From an optimization exercise on the open Yosys and OpenROAD flow, aimed at small area, a short achievable clock period and few clock cycles per item; shortcuts taken in it are not production practice.

oak:
## fp8_block_int8
module fp8_block_int8 (
    input  wire        clk,
    input  wire        rst,
    input  wire        in_valid,
    output wire        in_ready,
    input  wire        in_wr,       
    input  wire [5:0]  in_idx,      
    input  wire [63:0] in_data,     
    input  wire        in_fmt,      
    input  wire [1:0]  in_rmode,    
    input  wire [7:0]  in_scale,    
    input  wire        in_first,    
    output wire        out_valid,
    input  wire        out_ready,
    output wire [63:0] out_data,    
    output wire [7:0]  out_scale,   
    output wire [3:0]  out_fault    
);
For scale: roughly 13000 cells after synthesis, about 170 I/O pins, roughly 0.15 sq mm of cells after synthesis.
Settings: LEC_CHECK=0, CAP_MARGIN=20, CORE_MARGIN=2, CORE_UTILIZATION=65, CTS_CLUSTER_DIAMETER=100, CTS_CLUSTER_SIZE=25, PLACE_DENSITY=0.75, SLEW_MARGIN=20; clock period 40.0 ns.
run.sh (not shown) runs the stock make flow with config.mk's settings and CLKGATE_MAP_FILE= SYNTH_SCRIPT=/design/flow/synth_recipe.tcl, a recipe that flattens the netlist after the stock synthesis.
oak ended with every stage complete and zero timing, DRC or antenna violations.
The inputs of pine differ from those of oak as listed below.
diff --git a/flow/design.v b/flow/design.v
--- a/flow/design.v
+++ b/flow/design.v
@@ -597,32 +597,31 @@
     wire       n_ge    = !fire_r ? acc_ge  : bge  | (acc_ge  & ~acc_new);
     always @(posedge clk) begin
         acc_max <= n_max;
         acc_nz  <= n_nz;
         acc_bad <= n_bad;
         acc_hi  <= n_hi;
         acc_ge  <= n_ge;
     end
     wire       f_nan = (rin_sc == 8'hFF);
     wire       f_rng = n_nz & (n_hi | ~n_ge);
     wire [3:0] f_flt = f_nan ? 4'd2 : n_bad ? 4'd3 : f_rng ? 4'd4 : 4'd0;
-    wire [7:0] f_sum = rin_sc + {3'b0, n_max} - (rin_fmt ? 8'd21 : 8'd13);
-    wire [7:0] f_osc = (f_nan | n_bad | f_rng) ? 8'd0 : n_nz ? f_sum : rin_sc;
     wire       f_den = (rin_rm == 2'd2) & ~(f_nan | n_bad | f_rng);
     reg        busy, pend;
     reg  [1:0] pcnt;
     reg        p_wr, p_fmt, p_par, p_den;
     reg  [1:0] p_rm;
     reg  [5:0] p_idx;
     reg  [4:0] p_emx;
     reg  [7:0] p_osc;
+    reg  [7:0] p_sc;
     reg  [3:0] p_flt;
     reg  [31:0] wd;
     reg  issue_r;
     wire room;
     wire start  = !seeding && ph == 2'd0 && !busy && pend && (rin_wr || room);
     wire issue  = (start && !rin_wr) ||
                   (busy && !p_wr && ph == pcnt && room);
     wire c_wr   = start ? rin_wr  : p_wr;
     wire [5:0] widx = start ? rin_idx : p_idx;
     wire wapply = (start || busy) && c_wr && ph == widx[4:3];
     wire den    = start ? f_den   : p_den;
@@ -651,23 +650,23 @@
                 end
             end
         end
         if (start) begin
             p_wr  <= rin_wr;
             p_fmt <= rin_fmt;
             p_par <= rin_par;
             p_den <= f_den;
             p_rm  <= rin_rm;
             p_idx <= rin_idx;
             p_emx <= n_max;
-            p_osc <= f_osc;
+            p_sc  <= rin_sc;
             p_flt <= f_flt;
         end
     end
     reg  [255:0] G0 [0:3];
     reg  [255:0] G1 [0:3];
     reg  [23:0]  xsel;
     wire [23:0]  xsel_n;
     wire [255:0] tail0, tail1;
     wire [199:0] dnext;      
     reg  [199:0] dreg;
     genvar l;
@@ -701,23 +700,32 @@
             bic_elem u_elem (
                 .code  (T[8*l +: 8]),
                 .fmt   (p_fmt),
                 .emx   (p_emx),
                 .rmode (p_rm),
                 .w1    (dreg[25*l +: 25]),
                 .kill  (p_flt != 4'd0),
                 .q     (qv[8*l +: 8])
             );
         end
     endgenerate
-    wire [75:0] res = {p_flt, p_osc, qv};
+    reg        first_r;
+    always @(posedge clk)
+        first_r <= start & ~rin_wr;
+    wire [7:0] osc_sum = p_sc + {3'b0, acc_max} - (p_fmt ? 8'd21 : 8'd13);
+    wire [7:0] osc_c   = (p_flt != 4'd0) ? 8'd0 : acc_nz ? osc_sum : p_sc;
+    wire [7:0] osc     = first_r ? osc_c : p_osc;
+    always @(posedge clk)
+        if (first_r)
+            p_osc <= osc_c;
+    wire [75:0] res = {p_flt, osc, qv};
     reg  [75:0] F [0:2];
     reg  [75:0] H;
     reg  [1:0]  wp;            
     reg  [1:0]  hc;            
     reg  [1:0]  qn;            
     reg         ov_r;          
     wire        pop  = ov_r & out_ready;
     wire        push = issue_r;
     function automatic [1:0] inc3(input [1:0] x);
         inc3 = (x == 2'd2) ? 2'd0 : x + 2'd1;
     endfunction
Looking at oak and pine, the clock-cell share of area is a wash.
Chip height across oak and pine: no real change.
pine against oak; first-iteration DRC count is down by a few percent.
Delta (pine minus oak): number of nets in the layout climbed 0.44%, final cell count without fillers has increased, total overflow reported by the global router saw little to no change.
Compared with oak, placement density in the core of pine is lower.
Relative to oak, die outline area has increased by about 0.6% in pine.
Against oak, pine comes in about 0.4% lower on mean post-synth cell area.
NOTE number of clock buffers in the layout oak->pine decreased by a few percent
Per the comparison of pine with oak, non-clock buffer count lower; count of vias placed by the detailed router higher; total wire length higher.
No run of this note included a check of the RTL's function; only the layout flow was run.

separate check: timing with driven ports:
Ports are ideal in the flow. The routed layouts listed here were re-timed in OpenROAD. Step 1 assumes that a clkbuf_16 drives the clock port and a buf_2 every other input. Step 2 also shifts input and output timing later by t, the mid clock arrival at the registers, as if the neighbouring blocks saw the same clock. Three values: ideal ports, drivers, drivers and shift; two values: the first two.
run	t (ns)	setup slack, ns	worst setup path at the end	slew at the worst register clock pin (ns)
oak	0.948	29.920 / 29.824 / 29.868	input to register	0.11 / 0.11
pine	0.966	30.039 / 29.932 / 29.977	input to register	0.10 / 0.10
After both steps setup and hold are still met in every run listed. The setup slack of pine, which loses most, moves by -0.107 ns with the drivers and by -0.062 ns with both steps.
